Background: an optimization exercise with open tools, aiming at small area, a short achievable clock period and few clock cycles per item. Do not read the settings as production practice.
RTL that was checked went through simulation tests only; none was proved equivalent to the original.
Power figures rest on the tool's default switching activity, not on a simulated workload.

==> flow/design.v <==
module edge_xing (
    input  wire               clk,
    input  wire               rst,
    input  wire               in_valid,
    output wire               in_ready,
    input  wire signed [19:0] in_xa,
    input  wire signed [19:0] in_ya,
    input  wire signed [19:0] in_xb,
    input  wire signed [19:0] in_yb,
    input  wire signed [15:0] in_row,
    output wire               out_valid,
    input  wire               out_ready,
    output wire               out_hit,
    output wire               out_last,
    output wire        [7:0]  out_k,
    output wire               out_dir,
    output wire signed [27:0] out_x
);
    localparam integer I_IDLE = 0, I_PA = 1, I_PB = 2, I_DIV = 3, I_LP = 4,
                       I_FL = 5, I_OUT = 6;
    localparam [6:0] S_IDLE = 7'd1 << I_IDLE;
    reg  [6:0]  st;
    reg         rdy, pend;
    reg  signed [19:0] cxa, cya, cxb, cyb;
    reg  signed [15:0] crow;
    wire        [24:0] tr   = {cyb[8:0], crow};
    wire        [24:0] ss_q = {cya[4:0], cxa};
    wire        [20:0] ss_r = {cxb[5:0], cya[19:5]};
    reg         csw, cxs;    
    reg         neg, dir, hit, last, saved, cp;
    reg         xr_pre;   
    reg  [27:0] q1;      
    reg  [20:0] r1;      
    reg  [19:0] den;     
    reg  [27:0] x;       
    reg  [20:0] r;       
    reg  [7:0]  k;
    reg  [4:0]  kmax;    
    reg  [4:0]  cnt;
    wire acc = in_valid & rdy;
    wire signed [19:0] ylo = csw ? cyb : cya;
    wire signed [19:0] yhi = csw ? cya : cyb;
    wire signed [19:0] xlo = csw ? cxb : cxa;
    wire signed [19:0] xmn = cxs ? cxb : cxa;
    wire signed [19:0] xmx = cxs ? cxa : cxb;
    wire               p_neg = cxs ^ csw;
    wire        [20:0] p_den = {yhi[19], yhi} + ~{ylo[19], ylo} + {20'd0, ~p_neg};
    wire        [20:0] p_adx = {xmx[19], xmx} - {xmn[19], xmn};
    wire signed [21:0] r32 = {{1{crow[15]}}, crow, 5'b0};
    wire signed [21:0] ma = r32 - {{2{ylo[19]}}, ylo};
    wire signed [21:0] mb = r32 - {{2{yhi[19]}}, yhi};
    wire        [21:0] mbn = ~mb;                   
    wire               ma_pos = ~ma[21];           
    wire               p_hit = (cya != cyb) & mb[21] & (ma >= -22'sd31);
    wire        [4:0]  p_kmin = ma_pos ? 5'd0 : -ma[4:0];
    wire        [4:0]  p_kmax = (mbn[21:5] != 17'd0) ? 5'd31 : mbn[4:0];
    wire        [24:0] p_t = ma_pos ? {ma[20:0], 4'b0001} : 25'd1;
    wire               p_small = (p_adx[19:12] == 8'd0);
    wire [21:0] nden = {2'b11, ~den};                
    wire [21:0] ds1  = {r1, q1[27] & st[I_DIV]};
    wire [21:0] dh1  = {1'b0, ds1[21:1]} + nden + {21'd0, ~neg};    
    wire        dq1  = ~dh1[21];
    wire [20:0] ra   = dq1 ? {dh1[19:0], ds1[0]} : ds1[20:0];
    wire [27:0] q1_n = {q1[26:0], dq1};
    wire [21:0] sa = {1'b0, r};
    wire [21:0] sb = {1'b0, r1};
    wire [21:0] s  = sa + sb;
    wire [21:0] ca = {1'b0, sa[21:1]};
    wire [21:0] cb = {1'b0, sb[21:1]};
    wire [21:0] cs = ca ^ cb ^ nden;
    wire [21:0] cc = (ca & cb) | (ca & nden) | (cb & nden);
    wire [21:0] sh = cs + {cc[20:0], sa[0] & sb[0]} + {21'd0, ~neg};
    wire        c  = ~sh[21];
    wire [20:0] r_n = c ? {sh[19:0], s[0]} : s[20:0];
    wire [27:0] xb_ = (q1 & {28{~st[I_FL]}}) ^ {28{neg}};
    wire [27:0] x_n = x + xb_ + {27'd0, cp ^ neg};
    wire        t_last = (tr[24:1] == 24'd0);       
    wire [7:0]  k_inc = k + 8'd1;
    wire       div_end = (cnt == 5'd24);
    wire       out_end = st[I_OUT] & out_ready & last;
    wire [6:0] st_n;
    assign st_n[I_IDLE] = (st[I_IDLE] & ~acc) | (out_end & ~pend & ~acc);
    assign st_n[I_PA]   = (st[I_IDLE] & acc) | (out_end & ~pend & acc);
    assign st_n[I_PB]   = st[I_PA] | (out_end & pend);
    assign st_n[I_DIV]  = (st[I_PB] & p_hit) | (st[I_DIV] & ~div_end);
    assign st_n[I_LP]   = (st[I_DIV] & div_end) | (st[I_LP] & ~t_last);
    assign st_n[I_FL]   = st[I_LP] & t_last;
    assign st_n[I_OUT]  = (st[I_PB] & ~p_hit) | st[I_FL] | (st[I_OUT] & ~out_end);
    wire       pend_n = ~st[I_PA] & ~st[I_PB] & (pend | acc);
    wire       xr_pre_n = st_n[I_PB] | st_n[I_FL] |
                          (st_n[I_LP] & (st[I_LP] ? tr[1] : 1'b1));
    wire       xr_en = xr_pre | (st[I_OUT] & out_ready);
    assign in_ready  = rdy;
    assign out_valid = st[I_OUT];
    assign out_hit   = hit;
    assign out_last  = last;
    assign out_k     = k;
    assign out_dir   = dir;
    assign out_x     = x;
    always @(posedge clk) begin
        if (rst) begin
            st   <= S_IDLE;
            rdy  <= 1'b1;
            pend <= 1'b0;
        end else begin
            st   <= st_n;
            pend <= pend_n;
            rdy  <= st_n[I_IDLE] | (st_n[I_OUT] & ~pend_n);
        end
        xr_pre <= xr_pre_n;
        if (xr_en) begin
            x  <= st[I_PB] ? {xlo, 8'd0} : x_n;
            r  <= st[I_PB] ? p_den[20:0] : r_n;
            cp <= ~st[I_PB] & c;
        end
        csw <= (cyb < cya);
        cxs <= (cxb < cxa);
        if (rdy) begin
            cxa  <= in_xa;
            cya  <= in_ya;
            cxb  <= in_xb;
            cyb  <= in_yb;
            crow <= in_row;
        end else begin
            if (st[I_PB])
                {cyb[8:0], crow} <= p_t;
            else if (st[I_LP])
                {cyb[8:0], crow} <= {1'b0, tr[24:1]};
            if (st[I_LP] & ~saved)
                {cxb[5:0], cya, cxa} <= {ra, q1_n[24:0]};    
        end
        case (1'b1)
            st[I_PB]: begin
                neg   <= p_neg;
                dir   <= ~csw;
                hit   <= p_hit;
                last  <= 1'b1;
                saved <= 1'b0;
                k     <= {p_kmin, 3'b000};
                kmax  <= p_kmax;
                den   <= p_den[19:0];
                q1    <= p_small ? {p_adx[11:0], 16'd0} : {p_adx[19:0], 8'd0};
                r1    <= 21'd0;
                cnt   <= p_small ? 5'd8 : 5'd0;
            end
            st[I_DIV]: begin
                q1  <= q1_n;
                r1  <= ra;
                cnt <= cnt + 5'd1;
            end
            st[I_LP]: begin
                saved <= 1'b1;
                if (t_last & saved) begin
                    q1 <= {3'b000, ss_q};
                    r1 <= ss_r;
                end else begin
                    q1 <= q1_n;
                    r1 <= ra;
                end
                last <= 1'b0;    
            end
            st[I_OUT]: begin
                if (out_ready) begin
                    k    <= k_inc;
                    last <= (k_inc == {kmax, 3'b111});
                end
            end
            default: ;
        endcase
    end
endmodule
clock: 20.0 ns
lec_check: 0
cap_margin: 20
core_margin: 2
core_utilization: 60
slew_margin: 20
standard.sh (not shown) runs the stock make flow with config.mk's settings and CLKGATE_MAP_FILE= SYNTH_SCRIPT=/design/flow/synth_recipe.tcl, a recipe that flattens the netlist after the stock synthesis.
==> flow/flow/run.sh <==
#!/bin/bash
# Standard synthesis and layout, with faster port buffers (buf_2 instead of
# the delay-cell buffers that buffer_ports picks by default), timing repair
# aimed well below the 20 ns clock, and no dummy loads in the clock tree.
set -euo pipefail
export BUFFER_PORTS_ARGS="-buffer_cell sky130_fd_sc_hd__buf_2"
export SETUP_SLACK_MARGIN=14.5
export CTS_ARGS="-sink_clustering_enable -repair_clock_nets -dont_use_dummy_load"
bash standard.sh synth > synth.log 2>&1
bash standard.sh finish > layout.log 2>&1
Rerun with:
--- a/flow/design.v
+++ b/flow/design.v
@@ -28,7 +28,6 @@
     wire        [20:0] ss_r = {cxb[5:0], cya[19:5]};
     reg         csw, cxs;    
     reg         neg, dir, hit, last, saved, cp;
-    reg         xr_pre;   
     reg  [27:0] q1;      
     reg  [20:0] r1;      
     reg  [19:0] den;     
@@ -87,9 +86,6 @@
     assign st_n[I_FL]   = st[I_LP] & t_last;
     assign st_n[I_OUT]  = (st[I_PB] & ~p_hit) | st[I_FL] | (st[I_OUT] & ~out_end);
     wire       pend_n = ~st[I_PA] & ~st[I_PB] & (pend | acc);
-    wire       xr_pre_n = st_n[I_PB] | st_n[I_FL] |
-                          (st_n[I_LP] & (st[I_LP] ? tr[1] : 1'b1));
-    wire       xr_en = xr_pre | (st[I_OUT] & out_ready);
     assign in_ready  = rdy;
     assign out_valid = st[I_OUT];
     assign out_hit   = hit;
@@ -106,12 +102,6 @@
             st   <= st_n;
             pend <= pend_n;
             rdy  <= st_n[I_IDLE] | (st_n[I_OUT] & ~pend_n);
-        end
-        xr_pre <= xr_pre_n;
-        if (xr_en) begin
-            x  <= st[I_PB] ? {xlo, 8'd0} : x_n;
-            r  <= st[I_PB] ? p_den[20:0] : r_n;
-            cp <= ~st[I_PB] & c;
         end
         csw <= (cyb < cya);
         cxs <= (cxb < cxa);
@@ -141,6 +131,9 @@
                 den   <= p_den[19:0];
                 q1    <= p_small ? {p_adx[11:0], 16'd0} : {p_adx[19:0], 8'd0};
                 r1    <= 21'd0;
+                x     <= {xlo, 8'd0};
+                r     <= p_den[20:0];
+                cp    <= 1'b0;
                 cnt   <= p_small ? 5'd8 : 5'd0;
             end
             st[I_DIV]: begin
@@ -149,6 +142,11 @@
                 cnt <= cnt + 5'd1;
             end
             st[I_LP]: begin
+                if (tr[0]) begin
+                    x  <= x_n;
+                    r  <= r_n;
+                    cp <= c;
+                end
                 saved <= 1'b1;
                 if (t_last & saved) begin
                     q1 <= {3'b000, ss_q};
@@ -159,8 +157,16 @@
                 end
                 last <= 1'b0;    
             end
+            st[I_FL]: begin
+                x  <= x_n;
+                r  <= r_n;
+                cp <= c;
+            end
             st[I_OUT]: begin
                 if (out_ready) begin
+                    x    <= x_n;
+                    r    <= r_n;
+                    cp   <= c;
                     k    <= k_inc;
                     last <= (k_inc == {kmax, 3'b111});
                 end
Effect:
- The changed run produced a clean layout
- via count stays flat
- total power went up by 4.8%
- fmax barely changes
- non-clock buffer count goes up by 1
- global-route usage falls by 0.60 points
- utilization barely changes
- clock-buffer cell count does not change
- cell area stays flat
- combinational power came out higher by about 8%
- sequential cell count came out lower by 1
Testbench counts after the change, summed over its fixed seeds: cycles 179,324, edges 960.
For the first run of this note, only the layout was checked, not whether the RTL still works.

---

R:
Another version of the RTL of edge_xing (not shown whole).
Size in the first run: about 2600 cells after synthesis, roughly 140 I/O pins.
==> module edge_xing, before the edit <==
module edge_xing (
    input  wire               clk,
    input  wire               rst,
    input  wire               in_valid,
    output wire               in_ready,
    input  wire signed [19:0] in_xa,
    input  wire signed [19:0] in_ya,
    input  wire signed [19:0] in_xb,
    input  wire signed [19:0] in_yb,
    input  wire signed [15:0] in_row,
    output wire               out_valid,
    input  wire               out_ready,
    output wire               out_hit,
    output wire               out_last,
    output wire        [7:0]  out_k,
    output wire               out_dir,
    output wire signed [27:0] out_x
);
    localparam integer I_IDLE = 0, I_PA = 1, I_PB = 2, I_DIV = 3, I_HA = 4,
                       I_HD = 5, I_FIN = 6, I_OUT = 7;
    localparam [7:0] S_IDLE = 8'd1 << I_IDLE;
    reg  [7:0]  st;
    reg         rdy, pend;
    reg  signed [19:0] cxa, cya, cxb, cyb;
    reg  signed [15:0] crow;
    wire        [25:0] tr = {cyb[9:0], crow};
    reg         csw, cxs;    
    reg         neg, dir, hit, last;
    reg  [25:0] q1;      
    reg  [20:0] r1;      
    reg  [19:0] den;     
    reg  [27:0] x;       
    reg  [20:0] r;       
    reg  [7:0]  k, kmax;
    reg  [4:0]  cnt;
    wire acc = in_valid & rdy;
    wire signed [19:0] ylo = csw ? cyb : cya;
    wire signed [19:0] yhi = csw ? cya : cyb;
    wire signed [19:0] xlo = csw ? cxb : cxa;
    wire signed [19:0] xmn = cxs ? cxb : cxa;
    wire signed [19:0] xmx = cxs ? cxa : cxb;
    wire        [20:0] p_den = {yhi[19], yhi} - {ylo[19], ylo};
    wire        [20:0] p_adx = {xmx[19], xmx} - {xmn[19], xmn};
    wire signed [25:0] r256 = {{2{crow[15]}}, crow, 8'b0};
    wire signed [25:0] na = r256 - {{3{ylo[19]}}, ylo, 3'b0};    
    wire signed [25:0] nb = r256 - {{3{yhi[19]}}, yhi, 3'b0};    
    wire        [25:0] nbn = ~nb;                   
    wire               na_pos = ~na[25];           
    wire               p_hit = (cya != cyb) & nb[25] & (na >= -26'sd255);
    wire        [7:0]  p_kmin = na_pos ? 8'd0 : -na[7:0];
    wire        [7:0]  p_kmax = (nbn[25:8] != 18'd0) ? 8'd255 : nbn[7:0];
    wire        [25:0] p_t = na_pos ? {na[23:0], 1'b1, 1'b1} : 26'd3;   
    wire [21:0] ds  = {r1, q1[25]};
    wire [22:0] dsd = {1'b0, ds} - {2'b0, den, 1'b0};
    wire        dq  = ~dsd[22];
    wire [20:0] r1_n = dq ? dsd[20:0] : ds[20:0];
    wire [25:0] q1_n = {q1[24:0], dq};
    wire m_dbl = st[I_HD];
    wire m_fin = st[I_FIN];
    wire [21:0] sa = {1'b0, r};
    wire [21:0] sb = m_fin ? {2'b0, den} : (m_dbl ? {1'b0, r} : {1'b0, r1});
    wire [21:0] dD = {1'b0, den, 1'b0};
    wire [21:0] s  = sa + sb;
    wire [22:0] sd = {1'b0, sa} + {1'b0, sb} - {1'b0, dD};
    wire [21:0] eqx = sa ^ sb ^ ~dD;
    wire [21:0] eqc = (sa & sb) | ((sa | sb) & ~dD);
    wire        z  = (eqx == ~{eqc[20:0], 1'b0});
    wire        c  = ~sd[22] & ~(neg & z);
    wire [20:0] r_n = c ? sd[20:0] : s[20:0];
    wire [27:0] negm = {28{neg}};
    wire [27:0] xb_ = m_fin ? {cxa, 8'b0} : (m_dbl ? x : ({2'b0, q1} ^ negm));
    wire [27:0] x0 = x + xb_;
    wire [27:0] x1 = x + xb_ + 28'd1;
    wire [27:0] x_n = (c ^ neg) ? x1 : x0;
    wire        t_done  = (tr[24:0] == {1'b1, 24'd0});
    wire        t_done1 = (tr[23:0] == {1'b1, 23'd0});    
    wire [7:0]  k_inc = k + 8'd1;
    wire       div_end = (cnt == 5'd24);
    wire       out_end = st[I_OUT] & out_ready & last;
    wire [7:0] st_n;
    assign st_n[I_IDLE] = (st[I_IDLE] & ~acc) | (out_end & ~pend & ~acc);
    assign st_n[I_PA]   = (st[I_IDLE] & acc) | (out_end & ~pend & acc);
    assign st_n[I_PB]   = st[I_PA] | (out_end & pend);
    assign st_n[I_DIV]  = (st[I_PB] & p_hit) | (st[I_DIV] & ~div_end);
    assign st_n[I_HA]   = (st[I_DIV] & div_end) | (st[I_HD] & tr[24]);
    assign st_n[I_HD]   = (st[I_HA] & ~t_done) | (st[I_HD] & ~tr[24] & ~t_done1);
    assign st_n[I_FIN]  = (st[I_HA] & t_done) | (st[I_HD] & ~tr[24] & t_done1);
    assign st_n[I_OUT]  = (st[I_PB] & ~p_hit) | st[I_FIN] | (st[I_OUT] & ~out_end);
    wire       pend_n = ~st[I_PA] & ~st[I_PB] & (pend | acc);
    assign in_ready  = rdy;
    assign out_valid = st[I_OUT];
    assign out_hit   = hit;
    assign out_last  = last;
    assign out_k     = k;
    assign out_dir   = dir;
    assign out_x     = x;
    always @(posedge clk) begin
        if (rst) begin
            st   <= S_IDLE;
            rdy  <= 1'b1;
            pend <= 1'b0;
        end else begin
            st   <= st_n;
            pend <= pend_n;
            rdy  <= st_n[I_IDLE] | (st_n[I_OUT] & ~pend_n);
        end
        csw <= (cyb < cya);
        cxs <= (cxb < cxa);
        if (rdy) begin
            cxa  <= in_xa;
            cya  <= in_ya;
            cxb  <= in_xb;
            cyb  <= in_yb;
            crow <= in_row;
        end else if (st[I_PB]) begin
            cxa  <= xlo;
            {cyb[9:0], crow} <= p_t;
        end else if ((st[I_DIV] & ~tr[25]) | st[I_HD]) begin
            {cyb[9:0], crow} <= {tr[24:0], 1'b0};
        end
        case (1'b1)
            st[I_PB]: begin
                neg  <= cxs ^ csw;
                dir  <= ~csw;
                hit  <= p_hit;
                last <= 1'b1;
                k    <= p_kmin;
                kmax <= p_kmax;
                den  <= p_den[19:0];
                q1   <= {p_adx[19:0], 6'd0};
                r1   <= 21'd0;
                x    <= {28{cxs ^ csw}};
                r    <= 21'd0;
                cnt  <= 5'd0;
            end
            st[I_DIV]: begin
                q1  <= q1_n;
                r1  <= r1_n;
                cnt <= cnt + 5'd1;
            end
            st[I_HA], st[I_HD]: begin
                x <= x_n;
                r <= r_n;
            end
            st[I_FIN]: begin
                q1   <= q1_n;
                r1   <= r1_n;
                x    <= x_n;
                r    <= r_n;
                last <= (k == kmax);
            end
            st[I_OUT]: begin
                if (out_ready) begin
                    x    <= x_n;
                    r    <= r_n;
                    k    <= k_inc;
                    last <= (k_inc == kmax);
                end
            end
            default: ;
        endcase
    end
endmodule
clock: 20.0 ns
lec_check: 0
cap_margin: 20
core_margin: 2
core_utilization: 40
slew_margin: 20
run.sh (not shown) runs the stock make flow with config.mk's settings and CLKGATE_MAP_FILE= SYNTH_SCRIPT=/design/flow/synth_recipe.tcl, a recipe that flattens the netlist after the stock synthesis.
Stock flow here: none of the scripts above is used.
Testbench counts of R, summed over its fixed seeds: cycles 187,349, edges 960.
For T, these inputs were changed with respect to R:
--- a/flow/design.v
+++ b/flow/design.v
@@ -36,40 +36,41 @@
     wire acc = in_valid & rdy;
     wire signed [19:0] ylo = csw ? cyb : cya;
     wire signed [19:0] yhi = csw ? cya : cyb;
     wire signed [19:0] xlo = csw ? cxb : cxa;
     wire signed [19:0] xmn = cxs ? cxb : cxa;
     wire signed [19:0] xmx = cxs ? cxa : cxb;
-    wire        [20:0] p_den = {yhi[19], yhi} - {ylo[19], ylo};
+    wire               p_neg = cxs ^ csw;
+    wire        [20:0] p_den = {yhi[19], yhi} + ~{ylo[19], ylo} + {20'd0, ~p_neg};
     wire        [20:0] p_adx = {xmx[19], xmx} - {xmn[19], xmn};
     wire signed [25:0] r256 = {{2{crow[15]}}, crow, 8'b0};
     wire signed [25:0] na = r256 - {{3{ylo[19]}}, ylo, 3'b0};    
     wire signed [25:0] nb = r256 - {{3{yhi[19]}}, yhi, 3'b0};    
     wire        [25:0] nbn = ~nb;                   
     wire               na_pos = ~na[25];           
     wire               p_hit = (cya != cyb) & nb[25] & (na >= -26'sd255);
     wire        [7:0]  p_kmin = na_pos ? 8'd0 : -na[7:0];
     wire        [7:0]  p_kmax = (nbn[25:8] != 18'd0) ? 8'd255 : nbn[7:0];
     wire        [25:0] p_t = na_pos ? {na[23:0], 1'b1, 1'b1} : 26'd3;   
-    wire [21:0] ds  = {r1, q1[25]};
-    wire [22:0] dsd = {1'b0, ds} - {2'b0, den, 1'b0};
-    wire        dq  = ~dsd[22];
-    wire [20:0] r1_n = dq ? dsd[20:0] : ds[20:0];
-    wire [25:0] q1_n = {q1[24:0], dq};
+    wire [21:0] nden = {2'b11, ~den};                
+    wire [21:0] ds1  = {r1, q1[25]};
+    wire [21:0] dh1  = {1'b0, ds1[21:1]} + nden + {21'd0, ~neg};    
+    wire        dq1  = ~dh1[21];
+    wire [20:0] ra   = dq1 ? {dh1[19:0], ds1[0]} : ds1[20:0];
     wire m_dbl = st[I_HD];
     wire m_fin = st[I_FIN];
     wire [21:0] sa = {1'b0, r};
     wire [21:0] sb = m_fin ? {2'b0, den} : (m_dbl ? {1'b0, r} : {1'b0, r1});
-    wire [21:0] dD = {1'b0, den, 1'b0};
     wire [21:0] s  = sa + sb;
-    wire [22:0] sd = {1'b0, sa} + {1'b0, sb} - {1'b0, dD};
-    wire [21:0] eqx = sa ^ sb ^ ~dD;
-    wire [21:0] eqc = (sa & sb) | ((sa | sb) & ~dD);
-    wire        z  = (eqx == ~{eqc[20:0], 1'b0});
-    wire        c  = ~sd[22] & ~(neg & z);
-    wire [20:0] r_n = c ? sd[20:0] : s[20:0];
+    wire [21:0] ca = {1'b0, sa[21:1]};
+    wire [21:0] cb = {1'b0, sb[21:1]};
+    wire [21:0] cs = ca ^ cb ^ nden;
+    wire [21:0] cc = (ca & cb) | (ca & nden) | (cb & nden);
+    wire [21:0] sh = cs + {cc[20:0], sa[0] & sb[0]} + {21'd0, ~neg};
+    wire        c  = ~sh[21];
+    wire [20:0] r_n = c ? {sh[19:0], s[0]} : s[20:0];
     wire [27:0] negm = {28{neg}};
     wire [27:0] xb_ = m_fin ? {cxa, 8'b0} : (m_dbl ? x : ({2'b0, q1} ^ negm));
     wire [27:0] x0 = x + xb_;
     wire [27:0] x1 = x + xb_ + 28'd1;
     wire [27:0] x_n = (c ^ neg) ? x1 : x0;
     wire        t_done  = (tr[24:0] == {1'b1, 24'd0});
@@ -117,37 +118,37 @@
             {cyb[9:0], crow} <= p_t;
         end else if ((st[I_DIV] & ~tr[25]) | st[I_HD]) begin
             {cyb[9:0], crow} <= {tr[24:0], 1'b0};
         end
         case (1'b1)
             st[I_PB]: begin
-                neg  <= cxs ^ csw;
+                neg  <= p_neg;
                 dir  <= ~csw;
                 hit  <= p_hit;
                 last <= 1'b1;
                 k    <= p_kmin;
                 kmax <= p_kmax;
                 den  <= p_den[19:0];
                 q1   <= {p_adx[19:0], 6'd0};
                 r1   <= 21'd0;
-                x    <= {28{cxs ^ csw}};
+                x    <= {28{p_neg}};
                 r    <= 21'd0;
                 cnt  <= 5'd0;
             end
             st[I_DIV]: begin
-                q1  <= q1_n;
-                r1  <= r1_n;
+                q1  <= {q1[24:0], dq1};
+                r1  <= ra;
                 cnt <= cnt + 5'd1;
             end
             st[I_HA], st[I_HD]: begin
                 x <= x_n;
                 r <= r_n;
             end
             st[I_FIN]: begin
-                q1   <= q1_n;
-                r1   <= r1_n;
+                q1   <= {q1[24:0], dq1};
+                r1   <= ra;
                 x    <= x_n;
                 r    <= r_n;
                 last <= (k == kmax);
             end
             st[I_OUT]: begin
                 if (out_ready) begin
[summary]
Measured against each other, R and T differ in clock network fraction of design power, the higher figure coming from T.
| maximum frequency | higher: R |
In the reports for R and T, the larger setup slack belongs to R.
The cell area after synthesis reported for T is smaller than that of R by about 1.1%.
Per the comparison of T with R, number of buffers created by CTS level, final worst-path cycle share moved up, buffers plus inverters on the worst setup path level.
Looking at R and T, the synthesis-to-finish area growth is a wash.
Count of standard-cell rows: higher on R
Number of clock-tree buffers in the layout, T vs R: up by more than 10%
The part of the Yosys area used for sequential elements number comes out lower for R vs T.
Looking at total non-filler cell area in the finished layout, T sits 280 µm² below R.
The worst hold slack in T was higher than what R gave.
Testbench counts of T, summed over its fixed seeds: cycles 187,349, edges 960.

[separate check: timing with driven ports]
How much do the figures lean on ideal ports? The routed layouts below were timed once more, with nothing changed but the port constraints.
Step 1 assumes that a clkbuf_16 drives the clock port and a buf_2 every other input.
Step 2, shift: input delay + t, output delay - t, t = (earliest + latest rising clock arrival at the registers) / 2. This alone moves slack from input paths to output paths.
Three values: ideal, step 1, step 2; two values: the first two.
run | t, ns | slack for setup (ns) | slew at the worst register clock pin (ns) | worst data-port slew with drivers (ns) | cell pins on the clock port's net
the first run of note 1 | 0.629 | 14.574 / 14.515 / 14.282 | 0.06 / 0.06 | 0.07 | 1
the second run of note 1 | 0.636 | 14.581 / 14.616 / 13.980 | 0.06 / 0.06 | 0.05 | 1
R | 0.659 | 14.213 / 14.153 / 13.508 | 0.06 / 0.06 | 0.12 | 1
T | 0.651 | 14.104 / 14.048 / 13.695 | 0.07 / 0.07 | 0.09 | 1
After both steps setup and hold are still met in every run listed. The setup slack of R, which loses most, moves by -0.060 ns with the drivers and by -0.705 ns with both steps.
